This is an optimization exercise on Yosys and OpenROAD, whose aim is small area, not a production implementation. The RTL was checked by simulation tests, not by an equivalence proof against the original design. Power and IR drop assume default switching activity.

==> 05-21: inputs <==
// cop1_fpu
module cop1_fpu (
    input  wire        clk,
    input  wire        rst,
    input  wire        in_valid,
    output wire        in_ready,
    input  wire [4:0]  in_func,
    input  wire [1:0]  in_rm,
    input  wire [31:0] in_a,
    input  wire [31:0] in_b,
    output wire        out_valid,
    output wire [31:0] out_result,
    output wire [4:0]  out_flags
);
==> flow/config.mk <==
export PLATFORM = sky130hd
export DESIGN_NAME = cop1_fpu
export DESIGN_NICKNAME = cop1_fpu
export VERILOG_FILES = /design/flow/design.v
export SDC_FILE = /design/flow/constraint.sdc
export NUM_CORES = 4
export LEC_CHECK = 0
export CAP_MARGIN = 20
export CORE_MARGIN = 2
export CORE_UTILIZATION = 70
export CTS_BUF_LIST = sky130_fd_sc_hd__clkbuf_8
export SLEW_MARGIN = 20
==> flow/constraint.sdc <==
create_clock -name core_clock -period 22.0 [get_ports {clk}]
set_input_delay 4.4000 -clock core_clock [delete_from_list [all_inputs] [get_ports {clk}]]
set_output_delay 4.4000 -clock core_clock [all_outputs]
set_load 0.01 [all_outputs]
standard.sh (not shown) runs the stock make flow with config.mk's settings and CLKGATE_MAP_FILE= SYNTH_SCRIPT=/design/flow/synth_recipe.tcl, a recipe that flattens the netlist after the stock synthesis.
==> flow/flow/run.sh <==
#!/bin/bash
# The standard layout, with the port buffers made of the smallest buffer cell
# (every input and output port still gets its own buffer).
set -euo pipefail
export BUFFER_PORTS_ARGS="-buffer_cell sky130_fd_sc_hd__buf_1"
bash standard.sh > standard_flow.log 2>&1
==> inputs of 12-12, as changes to 05-21 <==
--- a/flow/design.v
+++ b/flow/design.v
@@ -99,23 +99,21 @@
     wire f_add  = (f[4:1] == 4'b0000);
     wire f_mul  = (f == 5'h02);
     wire f_div  = (f == 5'h03);
     wire f_sqrt = (f == 5'h04);
     wire f_i2f  = (f[4:1] == 4'b1000);
     wire f_f2i  = (f[4:1] == 4'b1001);
     wire mag_lt;
     fpu_rlt #(.N(31)) u_lt (.a(in_a[30:0]), .b(in_b[30:0]), .lt(mag_lt));
-    wire mag_gt;
-    fpu_rlt #(.N(31)) u_gt (.a(in_b[30:0]), .b(in_a[30:0]), .lt(mag_gt));
-    wire mag_eq = ~mag_lt & ~mag_gt;
+    wire mag_eq = (in_a[30:0] == in_b[30:0]);
     wire both_zero = zero_a & zero_b;
     wire lt_total = (sa & ~sbi) |
                     (~sa & ~sbi & mag_lt) |
-                    (sa & sbi & mag_gt);
+                    (sa & sbi & ~mag_lt & ~mag_eq);
     wire eq  = ((sa == sbi) & mag_eq) | both_zero;
     wire lt  = lt_total & ~both_zero;
     wire pick_b = nan_a | (~nan_b & (lt_total ^ f[0]));    
     wire sub_a  = ~ha & fa_nz;
     wire norm_a = ha & ~(&ea);
     wire [9:0] cls = {nan_a & fa[22], snan_a,
                       ~sa & inf_a, ~sa & norm_a, ~sa & sub_a, ~sa & zero_a,
                        sa & zero_a, sa & sub_a, sa & norm_a, sa & inf_a};
@@ -452,26 +450,18 @@
                 nst = S_PACK;
             end
             S_PACK: begin
                 pk = 1'b1; nst = S_OUT;
             end
             default: nst = S_IDLE;
         endcase
     end
-    wire x_l = xwe & (shm == 2'd1);
-    wire x_r = xwe & (shm == 2'd2);
-    wire x_n = xwe & (shm == 2'd0);
-    wire [34:0] w_next = ({35{accept}} & {ldbus, 3'b0})
-                       | ({35{pk}}     & {packbus, G})
-                       | ({35{qld}}    & {8'b0, Z, ~(tiny | w_zero)})
-                       | ({35{x_l}}    & {sum[33:0], sin})
-                       | ({35{x_r}}    & {1'b0, sum[34:2], sum[1] | sum[0]})
-                       | ({35{x_n}}    & sum);
-    wire w_en = accept | pk | qld | xwe;
+    wire [34:0] N = (shm == 2'd1) ? {sum[33:0], sin} :
+                    (shm == 2'd2) ? {1'b0, sum[34:2], sum[1] | sum[0]} : sum;
     wire [31:0] packbus = {sgn,
                            e_ovf ? {7'h7f, to_inf} : (E[7:0] & {8{X[23]}}),
                            e_ovf ? {23{~to_inf}} : X[22:0]};
     wire [9:0] e_k = ek150 ? 10'h36a : ek127 ? 10'd127 : {{9{edec}}, einc | edec};
     wire [9:0] e_step;
     wire       e_stc;
     fpu_rca #(.N(10)) u_einc (.a(E), .b(e_k), .ci(1'b0), .s(e_step), .co(e_stc));
     wire [4:0] cnt_dec;
@@ -480,29 +470,36 @@
     always @(posedge clk) begin
         if (rst) begin
             st <= S_IDLE;
         end else if (st == S_IDLE || st == S_OUT) begin
             st <= accept ? st_init : S_IDLE;
         end else begin
             st <= nst;
         end
-        if (w_en) {X, G} <= w_next;
         if (accept) begin
             op_u   <= f[0];
             rm     <= in_rm;
+            X      <= ldbus;
+            G      <= 3'b0;
             Y      <= y_init;
             Z      <= z_init;
             E      <= e_init;
             cnt    <= cnt_init;
             sgn    <= s_init;
             effsub <= eff_in;
             tiny   <= 1'b0;
             flg    <= hit ? ifl : 5'b0;
         end else begin
+            if (pk)
+                X <= packbus;
+            else if (qld)
+                {X, G} <= {8'b0, Z, ~(tiny | w_zero)};
+            else if (xwe)
+                {X, G} <= N;
             if (yshl)      Y <= {Y[25:3], 1'b0};
             if (zshl)      Z <= {Z[24:0], ~sum[34] & (st != S_MUL)};
             if (ehalf)     E <= {E[9], E[9:1]};
             else           E <= e_step;
             if (c25)       cnt <= 5'd25;
             else if (c26)  cnt <= 5'd26;
             else if (cdec) cnt <= cnt_dec;
             if (st == S_DIV)  tiny <= tiny | w_zero;
Settings changed: CORE_UTILIZATION 70 to 60.
==> impl_results.md <==
- Gate Count Post-Synth: about 1400
- Met2 GRT Util: between 70% and 80%
- Metal-1 WL: 15050 um
- Hpwl dp: approximately 33000 um
- Status: timing/DRC/antenna clean
- Sequential share of the synthesized area: about 29%
- Die Ht: between 100 and 150 um
- Design Area, Final: about 0.013 mm2
- Synth Area in Simple Gates: 21.05%
- Fmax: approximately 0.058 GHz
- Non-clock inverters: 75
- Post-layout util: between 70% and 80%
- Routed length per instance: about 28 um
- Syn nets: roughly 1500
- Internal power: about 800 uW
- Commonest cells in the netlist: nand2_1, nor2_1, o21ai_0
The numbers above come from 05-21.

==> impl_results.md <==
- Status: timing/DRC/antenna clean
- Leakage: between 0.005 and 0.006 uW
- Initial antenna violation count: 1
- Non-clock inverters: approximately 110
- Routability-driven placement congestion ratio: slightly above 1
- Synth Area in Simple Gates: approximately 18%
- Buffers, non-clock: approximately 140
- Syn nets: roughly 1700
- CTS buffer count: 17
- Routed length per instance: 25.66 um
- Met2 GRT Util: between 50% and 60%
- Hpwl dp: between 30000 and 40000 um
- Post-layout util: between 60% and 70%
- Metal-1 WL: 17980 um
- Register fraction of the total cell area: approximately a quarter
- Die Ht: about 150 um
- Internal power: 896.3 uW
The numbers above come from 12-12.

## port drivers added, routing unchanged
No port has a modelled driver above. Below, the same layouts with a new extraction and two added sets of constraints.
Step 1: set_driving_cell puts a clkbuf_16 on clk and a buf_2 on each other input, an assumption about the parent block.
Step 2 adds t to the input delays and takes it off the output delays; t is the mean of the earliest and latest rising clock arrival at the registers after step 1. Input paths then give back, and output paths get back, about the clock's delay inside the block.
Slacks: no drivers / after step 1 / after step 2; pairs: no drivers / after step 1.
run | t, ns | setup WS [ns] | worst hold slack (ns) | slew at the worst register clock pin (ns)
05-21 | 0.522 | 4.688 / 4.688 / 4.688 | 0.575 / 0.575 / 0.575 | 0.09 / 0.09
12-12 | 0.508 | 5.498 / 5.498 / 5.498 | 0.550 / 0.550 / 0.550 | 0.09 / 0.09
After both steps setup and hold are still met in every run listed.
